Background: an optimization exercise with open tools, aiming at small area, a short achievable clock period and few clock cycles per item. Do not read the settings as production practice. Power is estimated from default activity; no workload was simulated.

## main
Design boholt_dec, start of the top module:
module boholt_dec (
    input  wire        clk,
    input  wire        rst,
    input  wire        in_valid,
    input  wire [31:0] in_data,
    input  wire        in_last,
    output reg         in_ready,
    output reg         out_valid,
    output reg  [15:0] out_item,
    output reg         done,
    output wire [2:0]  res_fault,
    output wire [12:0] res_fault_pos,
    output wire        res_crc_bad,
    output wire [12:0] res_count,
    output wire        hist_we,
    output wire [11:0] hist_waddr,
    output wire [15:0] hist_wdata,
    output reg         hist_re,
    output reg  [11:0] hist_raddr,
    input  wire [15:0] hist_rdata
);
For scale: about 2300 cells after synthesis, roughly 280 flip-flops, ~140 I/O pins, ~22000 um^2 of cells after synthesis.
export LEC_CHECK = 0
export CAP_MARGIN = 20
export CORE_MARGIN = 2
export CORE_UTILIZATION = 60
export CTS_BUF_LIST = sky130_fd_sc_hd__clkbuf_4 sky130_fd_sc_hd__clkbuf_8
export PLACE_DENSITY = 0.75
export SETUP_SLACK_MARGIN = 5
export SLEW_MARGIN = 20
create_clock -name core_clock -period 12.0 [get_ports {clk}]
standard.sh (not shown) runs the stock make flow with config.mk's settings and CLKGATE_MAP_FILE= SYNTH_SCRIPT=/design/flow/synth_recipe.tcl, a recipe that flattens the netlist after the stock synthesis.
==> flow/flow/run.sh <==
#!/bin/bash
# The standard layout (standard.sh, with its synthesis unchanged), with
#  - each port buffered, as the standard flow does, with the smallest buffer
#    cell (timing repair resizes it where needed).
# Every tool's output goes to standard.log in this folder.
set -euo pipefail
MARGIN=8.0
sed "s/SETUP_SLACK_MARGIN=[0-9.]*/SETUP_SLACK_MARGIN=$MARGIN/" standard.sh > standard_margin.sh
export BUFFER_PORTS_ARGS="-buffer_cell sky130_fd_sc_hd__buf_1"
bash standard_margin.sh > standard.log 2>&1
The following lists how the feature branch was set up differently from main:
--- a/flow/design.v
+++ b/flow/design.v
@@ -93,17 +93,17 @@
     reg         e_idle;          
     reg         e_le1;           
     reg         cp_ram;          
     reg         cp_p2;           
     reg         pre_q;           
     reg         rd_done;         
-    reg         flt;             
+    reg  [12:0] fpos;            
     reg  [15:0] prev2;
     reg  [11:0] wcnt;            
     assign res_fault     = fault;
-    assign res_fault_pos = flt ? n_p : 13'd0;
+    assign res_fault_pos = fpos;
     assign res_crc_bad   = crc_bad;
     assign res_count     = n_p;
     wire blk_end;                
     wire hdr_fail;               
     wire        at_max  = (room == 13'd0);
     wire [11:0] d_m1    = tok_w[15:4];                 
@@ -182,13 +182,13 @@
         out_valid <= emit;
         done      <= end_req && e_idle && !done;
         if (done) begin
             end_req <= 1'b0;
             wcnt    <= 12'hFFF;
         end
-        if (!e_idle || pop) begin
+        if (emit) begin
             out_item <= eval;
             prev2    <= out_item;
             wcnt     <= wcnt + 12'd1;
         end
         hist_re    <= rd_first || rd_second || rd_third || rd_more;
         hist_raddr <= rd_first ? n_p[11:0] + ~d_m1 : hist_raddr + 12'd1;
@@ -285,13 +285,13 @@
     wire hdr_bad = (s0[15:0] != SYNC) || (crc[15:0] != s0[31:16]) ||
                    f_w1bad || (s1[31:29] != 3'd0) ||
                    (f_c0 && !h_cut) ||
                    (!h_cut && f_plnc) || (h_cut && f_plc) ||
                    (h_stored && !h_cut && f_st);
     assign blk_end  = (st == S_BODY) && pdone && !wl_nz && !v1 && (ph == 2'd0);
-    wire   chk_go   = (st == S_CHK) && (!end_req || done);    
+    wire   chk_go   = (st == S_CHK) && !end_req;
     assign hdr_fail = chk_go && hdr_bad;
     reg rdy_n;
     always @(*) begin
         case (st)
             S_HDR:   rdy_n = take ? (hw == 3'd0) : (hw != 3'd4);
             S_CHK:   rdy_n = chk_go && (hdr_bad || !(h_cut && f_pz));
@@ -340,26 +340,26 @@
             end
             S_CHK: begin
                 if (chk_go) begin
                     hw <= 3'd0;
                     if (hdr_bad) begin
                         fault       <= F_HEADER;
-                        flt         <= 1'b1;
+                        fpos        <= 13'd0;
                         n_p         <= 13'd0;
                         crc_bad     <= 1'b0;
                         st          <= l1 ? S_HDR : S_DRAIN;
                     end else begin
                         st      <= S_BODY;
                         cut     <= h_cut;
                         stored  <= h_stored;
                         wl      <= h_cut ? wl - 12'd1 : wl;
                         wl_nz   <= !(h_cut && f_pz);
                         if (h_cut && !h_stored && room == 13'd0) room <= 13'd4096;
                         n_p     <= 13'd0;
                         fault   <= F_NONE;
-                        flt     <= 1'b0;
+                        fpos    <= 13'd0;
                         crc_bad <= 1'b0;
                         crc     <= 32'hFFFFFFFF;
                         tdone   <= 1'b0;
                         pdone   <= 1'b0;
                         tok_v   <= 1'b0;
                         pay_end <= f_pz;
@@ -379,18 +379,17 @@
                 ph <= (ph == 2'd1) ? 2'd2 : 2'd0;
                 if (pop) begin
                     tok_v <= 1'b0;
                     if (k_end) begin
                         pdone <= 1'b1;
                         fault <= k_fault;
-                        flt   <= (k_fault != F_NONE);
+                        if (k_fault != F_NONE) fpos <= n_p;
                     end
-                    if (k_push) begin
+                    room <= t_cp ? room + {1'b1, ~len_m1} : room - 13'd1;
+                    if (k_push)
                         n_p  <= t_cp ? n_p + {1'b0, len_m1} + 13'd1 : n_p + 13'd1;
-                        room <= t_cp ? room + {1'b1, ~len_m1} : room - 13'd1;
-                    end
                 end
                 if (ten) begin
                     tok_v <= 1'b1;
                     tok_c <= t_cls;
                     tok_w <= win;
                     o     <= o_next;
==> comparison <==
- Looking at tap cell instance count, the feature branch sits 7 higher than main does.
- The feature branch gives more delay contributed by the slowest stage of the critical path than main did.
- [compare] base=main new=the feature branch: die outline area higher, final core utilization went down by 1.1 points, sequential power share shrank by 1.2 points, routed wire length down 670 um.
- Worst-margin pin slew: the feature branch > main
- The feature branch vs. main: final area went up by 1.5%.
- Taking main as the reference point, the final worst-path setup slack of the feature branch rises by 0.11 ns.
Function was not checked in any run of this note: the RTL went through the layout flow alone.

==> what the ideal ports hide <==
In the flow no input, the clock included, has a driving cell. The finished layouts below were timed again as built, in two steps. Step 1 sets driving cells, clkbuf_16 on the clock port and buf_2 on the other inputs (assumed; they add their load-dependent delay and slew). Step 2, shift: input delay + t, output delay - t, t = (earliest + latest rising clock arrival at the registers) / 2. This alone moves slack from input paths to output paths. Three values: ideal, step 1, step 2; two values: the first two.
run	t (ns)	setup WS [ns]	hold slack, ns	pins driven straight from the clock port
main	0.695	7.990 / 7.990 / 7.990	0.463 / 0.463 / 0.463	1
the feature branch	0.698	8.103 / 8.057 / 7.977	0.466 / 0.466 / 0.466	1
After both steps setup and hold are still met in every run listed. For the feature branch, which loses most, drivers alone change the setup slack by -0.046 ns; drivers and shift together by -0.126 ns.
